What follows belongs to an exercise in optimizing a design on an open flow for small area, a short achievable clock period and few clock cycles; a production flow would make more cautious choices. Function was checked by simulation only, so behaviour that the tests miss may differ from the original.

==> flow/design.v (excerpt) <==
module mcv_cal (
    input  wire        clk,
    input  wire        rst,
    input  wire        s_valid,
    output wire        s_ready,
    input  wire [1:0]  s_op,       
    input  wire [2:0]  s_conv,
    input  wire [27:0] s_data,
    output reg         o_valid,
    output reg         o_kind,     
    output reg  [2:0]  o_conv,
    output reg  [11:0] o_raw,
    output reg         o_clamp,
    output reg         o_ok,
    output reg  [15:0] o_gain,
    output reg  [11:0] o_offset
);
    localparam OP_MEAS    = 2'd0;
    localparam OP_CAL     = 2'd1;
    localparam OP_RESTART = 2'd2;
    localparam OP_LOAD    = 2'd3;
    integer i;
    reg        busy;             
    reg        rdy;              
    assign s_ready = rdy;
    reg [11:0] cal_off  [0:7];
    reg [15:0] cal_gain [0:7];
    reg [5:0]  cal_cnt  [0:7];
    reg [16:0] sum_lo   [0:7];
    reg [16:0] sum_hi   [0:7];
    reg [7:0]  ld;
    reg [7:0]  em;
    reg [7:0]  hv;
    reg [7:0]  lt;
    reg [7:0]  ld_nx, em_nx, hv_nx, lt_nx;      
    reg        a_v;
    reg [1:0]  a_op;
    reg [2:0]  a_conv;
    reg [27:0] a_data;
    reg [7:0]  a_sm;             
    reg        a_md;             
    reg [7:0]  a_gc;             
    reg [7:0]  a_gh;             
    wire [7:0] s_dec  = 8'd1 << s_conv;
    wire       s_take = s_valid & rdy;
    wire       s_meas = s_op == OP_MEAS;
    wire       s_cal  = s_op == OP_CAL;
    wire       s_last = s_take & s_cal & |(s_dec & lt_nx);
    always @(posedge clk) begin
        a_v    <= s_take & ~rst;
        a_op   <= s_op;
        a_conv <= s_conv;
        a_data <= s_data;
        a_sm   <= s_meas  ? (s_dec & ld_nx) : 8'd0;
        a_md   <= s_meas & ~|(s_dec & ld_nx);
        a_gc   <= s_cal   ? (s_dec & ~em_nx) : 8'd0;
        a_gh   <= s_cal   ? (s_dec & hv_nx) : 8'd0;
    end
    wire        go     = a_v;
    wire [7:0]  a_dec  = 8'd1 << a_conv;
    wire [7:0]  a_sc   = (a_op == OP_CAL) ? a_dec : 8'd0;    
    wire [7:0]  a_sx   = a_op[1] ? a_dec : 8'd0;             
    wire [11:0] a_u    = a_data[11:0];
    reg  [11:0] r_off;
    reg  [15:0] r_gain;
    reg  [5:0]  r_cnt;
    reg  [16:0] r_lo, r_hi;
    always @(*) begin
        r_off = 12'd0; r_gain = {a_md, 15'd0};
        r_cnt = 6'd0; r_lo = 17'd0; r_hi = 17'd0;
  ...
Size: about 3300 cells after synthesis, about 840 flip-flops, about 84 I/O pins, roughly 40000 µm² of cells after synthesis.
Settings: LEC_CHECK=0, CAP_MARGIN=20, CORE_MARGIN=2, CORE_UTILIZATION=40, SLEW_MARGIN=20; clock period 12.0 ns.
standard.sh (not shown) runs the stock make flow with config.mk's settings and CLKGATE_MAP_FILE= SYNTH_SCRIPT=/design/flow/synth_recipe.tcl, a recipe that flattens the netlist after the stock synthesis.
==> flow/flow/run.sh <==
#!/bin/bash
# The standard layout (standard.sh: the standard synthesis and the ORFS
# steps with the standard flow's config.mk and constraint.sdc, unchanged), with two
# changes to how ORFS builds it:
# - repair_timing is asked to leave more setup slack than the default, so
#   that it also shortens paths that already meet the design's clock period;
# - the buffers that ORFS puts on every input and output port are buf_4
#   cells instead of the slow delay cells it picks by default.
set -euo pipefail
bash standard.sh SETUP_SLACK_MARGIN=8.4 \
    "BUFFER_PORTS_ARGS=-buffer_cell sky130_fd_sc_hd__buf_4" finish > run_make.log 2>&1
Testbench counts at the start, summed over its fixed seeds: cycles 19,150.
Change:
--- a/flow/design.v
+++ b/flow/design.v
@@ -611,27 +611,28 @@
     reg [16:0] dv_r;
     reg [3:0]  dv_ro;
     reg [4:0]  dv_n;
     reg        dv_okm;           
     reg [2:0]  dv_conv;
     wire [7:0] dv_sel = 8'd1 << dv_conv;
     reg [5:0]  dv_km;            
-    reg [3:0]  dv_mh;            
+    reg [15:0] dv_qg;            
+    reg [11:0] dv_qo;            
     wire        dv_k1   = (dv_n == 5'd0);
     wire [17:0] k_d     = dv_d - {1'b0, dv_r};
     wire [17:0] k_l     = k_d + 18'h6666;
     wire [21:0] k_m     = {2'b00, dv_r, 3'b000} - {4'd0, dv_d} + 22'd28679;
-    wire [17:0] g_t   = {dv_r, o_gain[15]};
+    wire [17:0] g_t   = {dv_r, dv_qg[15]};
     wire [18:0] g_s   = {1'b0, g_t} - {1'b0, dv_d};
     wire        g_q   = ~g_s[18];
-    wire [15:0] g_nxt = {o_gain[14:0], g_q};
-    wire [4:0]  f_t   = {dv_ro, dv_mh[3]};
+    wire [15:0] g_nxt = {dv_qg[14:0], g_q};
+    wire [4:0]  f_t   = {dv_ro, dv_qo[11]};
     wire        f_q   = (f_t >= 5'd14);
-    wire [11:0] f_nxt = {o_offset[10:0], f_q ^ (dv_n == 5'd5)};
-    wire        dv_k1b  = busy & dv_k1;
+    wire        f_on  = (dv_n >= 5'd5);
+    wire [11:0] f_nxt = {dv_qo[10:0], f_q ^ (dv_n == 5'd5)};
     wire        dv_last = (dv_n == 5'd16);
     wire        dv_wr   = busy & dv_last & dv_okm;
     reg        m_v;
     reg [2:0]  m_conv;
     reg [17:0] m_x;
     reg        m_g15;
     reg [7:0]  m_bo, m_bt, m_bn;     
@@ -706,39 +707,38 @@
             dv_conv <= a_conv;
             dv_n    <= 5'd0;
         end else begin
             dv_n <= dv_n + 5'd1;
             if (dv_k1) begin
                 dv_d     <= k_d;
                 dv_r     <= 17'h0B333;
+                dv_qg    <= k_l[16:1];
+                dv_ro    <= k_m[15:12];
+                dv_qo    <= k_m[11:0];
                 dv_km    <= k_m[21:16];
             end else begin
                 if (dv_n == 5'd1)
-                    dv_okm <= (dv_km == 6'd0) && ({dv_mh, o_offset} >= 16'd21504) &&
-                              ({dv_mh, o_offset} <= 16'd35853) &&
+                    dv_okm <= (dv_km == 6'd0) && ({dv_ro, dv_qo} >= 16'd21504) &&
+                              ({dv_ro, dv_qo} <= 16'd35853) &&
                               (dv_d >= 18'd89077) && (dv_d <= 18'd94589);
                 dv_r   <= g_q ? g_s[16:0] : g_t[16:0];
+                dv_qg  <= g_nxt;
+                if (f_on) begin
+                    dv_ro <= f_q ? (f_t - 5'd14) : f_t[3:0];
+                    dv_qo <= f_nxt;
+                end
             end
         end
         o_kind  <= ~p_v;
         o_conv  <= p_v ? p_conv : dv_conv;
         o_raw   <= m_neg ? 12'd0 : (m_big ? 12'd4095 : q_hi[12:1]);
         o_clamp <= m_neg | m_big;
         o_ok    <= dv_okm;
-        if (dv_k1b) begin
-            o_gain   <= k_l[16:1];
-            dv_ro    <= 4'd0;
-            dv_mh    <= k_m[15:12];
-            o_offset <= k_m[11:0];
-        end else begin
-            o_gain   <= g_nxt;
-            dv_ro    <= f_q ? (f_t - 5'd14) : f_t[3:0];
-            dv_mh    <= {dv_mh[2:0], o_offset[11]};
-            o_offset <= f_nxt;
-        end
+        o_gain  <= g_nxt;
+        o_offset <= f_nxt;
         ld <= ld_nx;
         em <= em_nx;
         hv <= hv_nx;
         lt <= lt_nx;
         if (rst) begin
             busy    <= 1'b0;
             rdy     <= 1'b1;
Register-to-register slack gets better by 0.04 ns. Area after synthesis grows by about 2.4%. Flip-flop and latch count climbs by 24. Cell count rose by 1.6%. Final area is higher by 0.99%. Global-route usage drops by 0.54 points.
Testbench counts after the change, summed over its fixed seeds: cycles 19,150.

==> separate check: timing with driven ports <==
How much do the figures lean on ideal ports? The routed layouts below were timed once more, with nothing changed but the port constraints. Step 1 (the two cells are an assumption about what drives the block):
set clk [get_ports {clk}]
set_driving_cell -lib_cell sky130_fd_sc_hd__clkbuf_16 $clk
set_driving_cell -lib_cell sky130_fd_sc_hd__buf_2 [delete_from_list [all_inputs] $clk]
Step 2 also shifts input and output timing later by t, the mid clock arrival at the registers, as if the neighbouring blocks saw the same clock. Slacks: ideal ports / drivers / drivers and shift; pairs: ideal ports / drivers.
run | t, ns | setup WS [ns] | latest minus earliest clock arrival (ns) | worst data-port slew with drivers (ns) | cell pins on the clock port's net
the first run | 0.726 | 8.411 / 8.340 / 7.945 | 0.042 / 0.042 | 0.06 | 1
the second run | 0.732 | 8.428 / 8.363 / 8.151 | 0.036 / 0.035 | 0.09 | 1
After both steps setup and hold are still met in every run listed. For the first run, which loses most, drivers alone change the setup slack by -0.071 ns; drivers and shift together by -0.466 ns.
